This is an optimization exercise on Yosys and OpenROAD, whose aim is small area, a short achievable clock period and few clock cycles, not a production implementation. Function was checked by simulation only, so behaviour that the tests miss may differ from the original. Power is estimated from default activity; no workload was simulated.

==> yarrow: inputs <==
## acu_check
module acu_check (
    input  wire        clk,
    input  wire        rst,
    input  wire        req_valid,
    output wire        req_ready,
    input  wire [63:0] req_addr,
    input  wire [12:0] req_len,        
    input  wire [1:0]  req_kind,       
    input  wire [1:0]  req_dir,        
    input  wire [11:0] req_binding,
    input  wire [7:0]  req_vh,
    output reg         run_valid,
    input  wire        run_ready,
    output reg  [63:0] run_addr,
    output reg  [12:0] run_len,
    output reg         run_ok,
    output reg         run_last,
    output reg         run_viol,       
    output reg         run_split,      
    input  wire        reg_we,
    input  wire [12:0] reg_addr,
    input  wire [31:0] reg_wdata,
    output reg  [31:0] reg_rdata
);
make LEC_CHECK=0 CAP_MARGIN=30 CORE_MARGIN=2 CORE_UTILIZATION=35 CTS_BUF_LIST=sky130_fd_sc_hd__clkbuf_8 SETUP_SLACK_MARGIN=3.0 SLEW_MARGIN=30 finish   # period 11.0 ns
run.sh (not shown) runs the stock make flow with config.mk's settings and CLKGATE_MAP_FILE= SYNTH_SCRIPT=/design/flow/synth_recipe.tcl, a recipe that flattens the netlist after the stock synthesis.
==> xenon (differences from yarrow) <==
--- a/flow/design.v
+++ b/flow/design.v
@@ -91,55 +91,30 @@
                 default: rd_ctl = 32'd0;
             endcase
         end
         reg_rdata = rd_rule | rd_ctl;
     end
-    function [1:0] cmp26;
-        input [25:0] a;
-        input [25:0] b;
-        reg   [31:0] lt, eq;
-        integer t, w;
-        begin
-            lt = 32'd0;
-            eq = {32{1'b1}};
-            for (t = 0; t < 26; t = t + 1) begin
-                lt[t] = ~a[t] & b[t];
-                eq[t] = ~(a[t] ^ b[t]);
-            end
-            for (w = 1; w < 32; w = w * 2)
-                for (t = 0; t < 32; t = t + 2 * w) begin
-                    lt[t] = lt[t+w] | (eq[t+w] & lt[t]);
-                    eq[t] = eq[t+w] & eq[t];
-                end
-            cmp26 = {lt[0], eq[0]};
-        end
-    endfunction
     wire [25:0] p_hi = req_addr[63:38];      
     wire [25:0] p_lo = req_addr[37:12];
     wire        p_hi_z = (p_hi == 26'd0);
     wire        p_lo_z = (p_lo == 26'd0);
     reg  [NRULES-1:0] e_act;         
     reg  [NRULES-1:0] e_beq;         
     reg  [NRULES-1:0] e_leq;         
     reg        bh_lt, bh_eq, bl_lt, bl_eq, lh_gt, lh_eq, ll_gt, ll_eq;
-    reg  [1:0] c_bh, c_bl, c_lh, c_ll;
     reg        b_le, l_ge, sc_ok, dir_ok;
     integer i;
     always @(*) begin
         for (i = 0; i < NRULES; i = i + 1) begin
-            c_bh  = cmp26(rule_bh[i], p_hi);
-            c_bl  = cmp26(rule_bl[i][31:6], p_lo);
-            c_lh  = cmp26(p_hi, rule_lh[i]);
-            c_ll  = cmp26(p_lo, rule_ll[i][31:6]);
-            bh_lt = wr_bh[i] ? c_bh[1] : !p_hi_z;
-            bh_eq = wr_bh[i] ? c_bh[0] : p_hi_z;
-            bl_lt = wr_bl[i] ? c_bl[1] : !p_lo_z;
-            bl_eq = wr_bl[i] ? c_bl[0] : p_lo_z;
-            lh_gt = wr_lh[i] ? c_lh[1] : 1'b0;
-            lh_eq = wr_lh[i] ? c_lh[0] : p_hi_z;
-            ll_gt = wr_ll[i] ? c_ll[1] : 1'b0;
-            ll_eq = wr_ll[i] ? c_ll[0] : p_lo_z;
+            bh_lt = wr_bh[i] ? (rule_bh[i] < p_hi)        : !p_hi_z;
+            bh_eq = wr_bh[i] ? (rule_bh[i] == p_hi)       : p_hi_z;
+            bl_lt = wr_bl[i] ? (rule_bl[i][31:6] < p_lo)  : !p_lo_z;
+            bl_eq = wr_bl[i] ? (rule_bl[i][31:6] == p_lo) : p_lo_z;
+            lh_gt = wr_lh[i] ? (rule_lh[i] > p_hi)        : 1'b0;
+            lh_eq = wr_lh[i] ? (rule_lh[i] == p_hi)       : p_hi_z;
+            ll_gt = wr_ll[i] ? (rule_ll[i][31:6] > p_lo)  : 1'b0;
+            ll_eq = wr_ll[i] ? (rule_ll[i][31:6] == p_lo) : p_lo_z;
             b_le  = bh_lt | (bh_eq & (bl_lt | bl_eq));
             l_ge  = lh_gt | (lh_eq & (ll_gt | ll_eq));
             sc_ok = (rule_scope[i] == 2'd0)
                   | ((rule_scope[i] == 2'd1) & (rule_sid[i] == {4'd0, req_vh}))
                   | ((rule_scope[i] == 2'd2) & (rule_sid[i] == req_binding));
@@ -149,11 +124,22 @@
             e_leq[i] = lh_eq & ll_eq;
         end
     end
     wire [12:0] e_end  = {1'b0, req_addr[11:0]} + req_len;    
     wire [12:0] e_endm = e_end - 13'd1;
-    wire [5:0]  e_last = e_endm[11:6];
+    reg               r_valid;
+    reg  [NRULES-1:0] r_act;
+    reg  [NRULES-1:0] r_beq;
+    reg  [NRULES-1:0] r_leq;
+    reg  [51:0]       r_page;
+    reg  [11:0]       r_start;
+    reg  [12:0]       r_end;
+    reg  [5:0]        r_last;
+    reg  [1:0]        r_kind;
+    reg  [1:0]        r_dir;
+    reg  [11:0]       r_binding;
+    reg  [7:0]        r_vh;
     reg               w_valid;
     reg  [NRULES-1:0] w_act;
     reg  [NRULES-1:0] w_beq;
     reg  [NRULES-1:0] w_leq;
     reg  [51:0]       w_page;
@@ -216,17 +202,17 @@
     wire [12:0] len_c   = len_g + {4'd0, cpos, 6'd0};
     wire [12:0] r_len   = last_run ? len_fin : early ? len_e : len_c;
     wire out_free = ~run_valid | run_ready;
     wire go       = w_valid & (~emit | out_free);
     wire done     = go & emit & last_run;
-    assign req_ready = ~w_valid | done;
-    wire take     = req_valid & req_ready;
-    wire [NRULES-1:0] s_act  = req_ready ? e_act  : w_act;
-    wire [NRULES-1:0] s_beq  = req_ready ? e_beq  : w_beq;
-    wire [NRULES-1:0] s_leq  = req_ready ? e_leq  : w_leq;
-    wire [1:0]        s_kind = req_ready ? req_kind : w_kind;
-    wire [2:0]        s_grp  = req_ready ? req_addr[11:9] : gnext;
+    wire take     = r_valid & (~w_valid | done);         
+    assign req_ready = ~r_valid | take;
+    wire [NRULES-1:0] s_act  = take ? r_act  : w_act;
+    wire [NRULES-1:0] s_beq  = take ? r_beq  : w_beq;
+    wire [NRULES-1:0] s_leq  = take ? r_leq  : w_leq;
+    wire [1:0]        s_kind = take ? r_kind : w_kind;
+    wire [2:0]        s_grp  = take ? r_start[11:9] : gnext;
     reg  [5:0]        slo, shi;
     reg               sok, lo_lt, lo_eq, hi_gt, hi_eq;
     reg  [7:0]        cov;
     reg  [7:0]        vb;
     integer j, kk;
@@ -260,28 +246,28 @@
     reg               edge_ok;
     reg  [7:0]        gm;
     integer g;
     always @(*) begin
         for (g = 0; g < NRULES; g = g + 1) begin
-            rlo[g] = e_beq[g] ? rule_bl[g][5:0] : 6'd0;
-            rhi[g] = e_leq[g] ? (rule_ll[g][5:0] & {6{wr_ll[g]}}) : 6'd63;
-            case (req_kind)
+            rlo[g] = r_beq[g] ? rule_bl[g][5:0] : 6'd0;
+            rhi[g] = r_leq[g] ? (rule_ll[g][5:0] & {6{wr_ll[g]}}) : 6'd63;
+            case (r_kind)
                 2'd0:       rok[g] = rule_rd[g];
                 2'd1, 2'd2: rok[g] = rule_wr[g];
                 default:    rok[g] = rule_rd[g] & rule_wr[g];
             endcase
         end
         forb_above[NRULES] = 1'b0;
         for (g = NRULES - 1; g >= 0; g = g - 1)
-            forb_above[g] = forb_above[g+1] | (e_act[g] & ~rok[g]);
+            forb_above[g] = forb_above[g+1] | (r_act[g] & ~rok[g]);
         gm = 8'd0;
         for (g = 0; g < NRULES; g = g + 1) begin
-            edge_ok = e_act[g] & (~rok[g] | forb_above[g+1]);
+            edge_ok = r_act[g] & (~rok[g] | forb_above[g+1]);
             rhi1 = rhi[g] + 6'd1;
-            if (edge_ok && rlo[g] <= e_last)
+            if (edge_ok && rlo[g] <= r_last)
                 gm = gm | (8'd1 << rlo[g][5:3]);
-            if (edge_ok && rhi[g] < e_last)
+            if (edge_ok && rhi[g] < r_last)
                 gm = gm | (8'd1 << rhi1[5:3]);
         end
     end
     reg  [5:0]        plo, phi;
     reg  [3:0]        pick;
@@ -314,21 +300,34 @@
     wire [12:0] f_flen     = (w_kind == 2'd1) ? f_forb
                            : (w_kind == 2'd0) ? f_tail
                            : (w_end - {1'b0, w_start});
     always @(posedge clk) begin
         if (req_ready) begin
-            w_page    <= req_addr[63:12];
-            w_start   <= req_addr[11:0];
-            w_end     <= e_end;
-            w_last    <= e_last;
-            w_kind    <= req_kind;
-            w_dir     <= req_dir;
-            w_binding <= req_binding;
-            w_vh      <= req_vh;
-            w_act     <= e_act;
-            w_beq     <= e_beq;
-            w_leq     <= e_leq;
+            r_page    <= req_addr[63:12];
+            r_start   <= req_addr[11:0];
+            r_end     <= e_end;
+            r_last    <= e_endm[11:6];
+            r_kind    <= req_kind;
+            r_dir     <= req_dir;
+            r_binding <= req_binding;
+            r_vh      <= req_vh;
+            r_act     <= e_act;
+            r_beq     <= e_beq;
+            r_leq     <= e_leq;
+        end
+        if (take) begin
+            w_page    <= r_page;
+            w_start   <= r_start;
+            w_end     <= r_end;
+            w_last    <= r_last;
+            w_kind    <= r_kind;
+            w_dir     <= r_dir;
+            w_binding <= r_binding;
+            w_vh      <= r_vh;
+            w_act     <= r_act;
+            w_beq     <= r_beq;
+            w_leq     <= r_leq;
             w_gm      <= gm;
         end
     end
     always @(posedge clk) begin
         if (go) begin
@@ -354,35 +353,38 @@
                 o_ok       <= r_ok;
                 w_blk      <= {gnext, 3'd0};
                 w_vb       <= vb;
             end
         end
-        if (req_ready) begin
-            w_blk      <= req_addr[11:6];
+        if (take) begin
+            w_blk      <= r_start[11:6];
             w_cont     <= 1'b0;
-            o_start    <= req_addr[11:0];
+            o_start    <= r_start;
             v_none     <= 1'b1;
             v_any      <= 1'b0;
             v_first_ok <= 1'b0;
             v_any_ok   <= 1'b0;
             v_forb     <= 13'd0;
             w_vb       <= vb;
         end
     end
     always @(posedge clk) begin
         if (rst) begin
+            r_valid   <= 1'b0;
             w_valid   <= 1'b0;
             run_valid <= 1'b0;
         end else begin
             if (run_valid && run_ready)
                 run_valid <= 1'b0;
             if (go && emit)
                 run_valid <= 1'b1;
             if (done)
                 w_valid <= 1'b0;
+            if (take)
+                w_valid <= 1'b1;
             if (req_ready)
-                w_valid <= req_valid;
+                r_valid <= req_valid;
         end
     end
     wire fin_viol = done & s_any;
     always @(posedge clk) begin
         if (rst) begin
==> flow/config.mk (replaced) <==
export PLATFORM = sky130hd
export DESIGN_NAME = acu_check
export DESIGN_NICKNAME = acu_check
export VERILOG_FILES = /design/flow/design.v
export SDC_FILE = /design/flow/constraint.sdc
export NUM_CORES = 4
export LEC_CHECK = 0
export CAP_MARGIN = 30
export CORE_MARGIN = 2
export CORE_UTILIZATION = 30
export SETUP_SLACK_MARGIN = 3.0
export SLEW_MARGIN = 30
==> run notes <==
In xenon the combinational power is smaller than in yarrow, by 24%.
In xenon the routed wire length is larger than in yarrow, by 15%.
In yarrow the hold slack is higher than in xenon, by 0.044 ns.
Of yarrow and xenon, yarrow has the higher global-route usage (gap 1.3 points).
Testbench counts of yarrow, summed over its fixed seeds: cycles 2,640.
Testbench counts of xenon, summed over its fixed seeds: cycles 2,648.

static timing again, ports no longer ideal:
The results above use ideal ports. As a check the final layouts listed here were re-extracted and re-timed, cells and wires unchanged. Step 1 assumes that a clkbuf_16 drives the clock port and a buf_2 every other input. Step 2 moves the port delays by t, midway between the first and last clock arrival at a register: inputs arrive t later, outputs are due t later. That takes back most of the time a late clock gives input paths. Three values: ideal, step 1, step 2; two values: the first two.
| run | t (ns) | setup slack, ns | worst setup path at the end | worst register clock-pin slew, ns |
|---|---|---|---|---|
| yarrow | 1.450 | 2.623 / 2.574 / 1.315 | input to register | 0.08 / 0.08 |
| xenon | 1.211 | 2.588 / 2.671 / 1.493 | input to register | 0.07 / 0.07 |
After both steps setup and hold are still met in every run listed. The setup slack of yarrow, which loses most, moves by -0.049 ns with the drivers and by -1.308 ns with both steps.
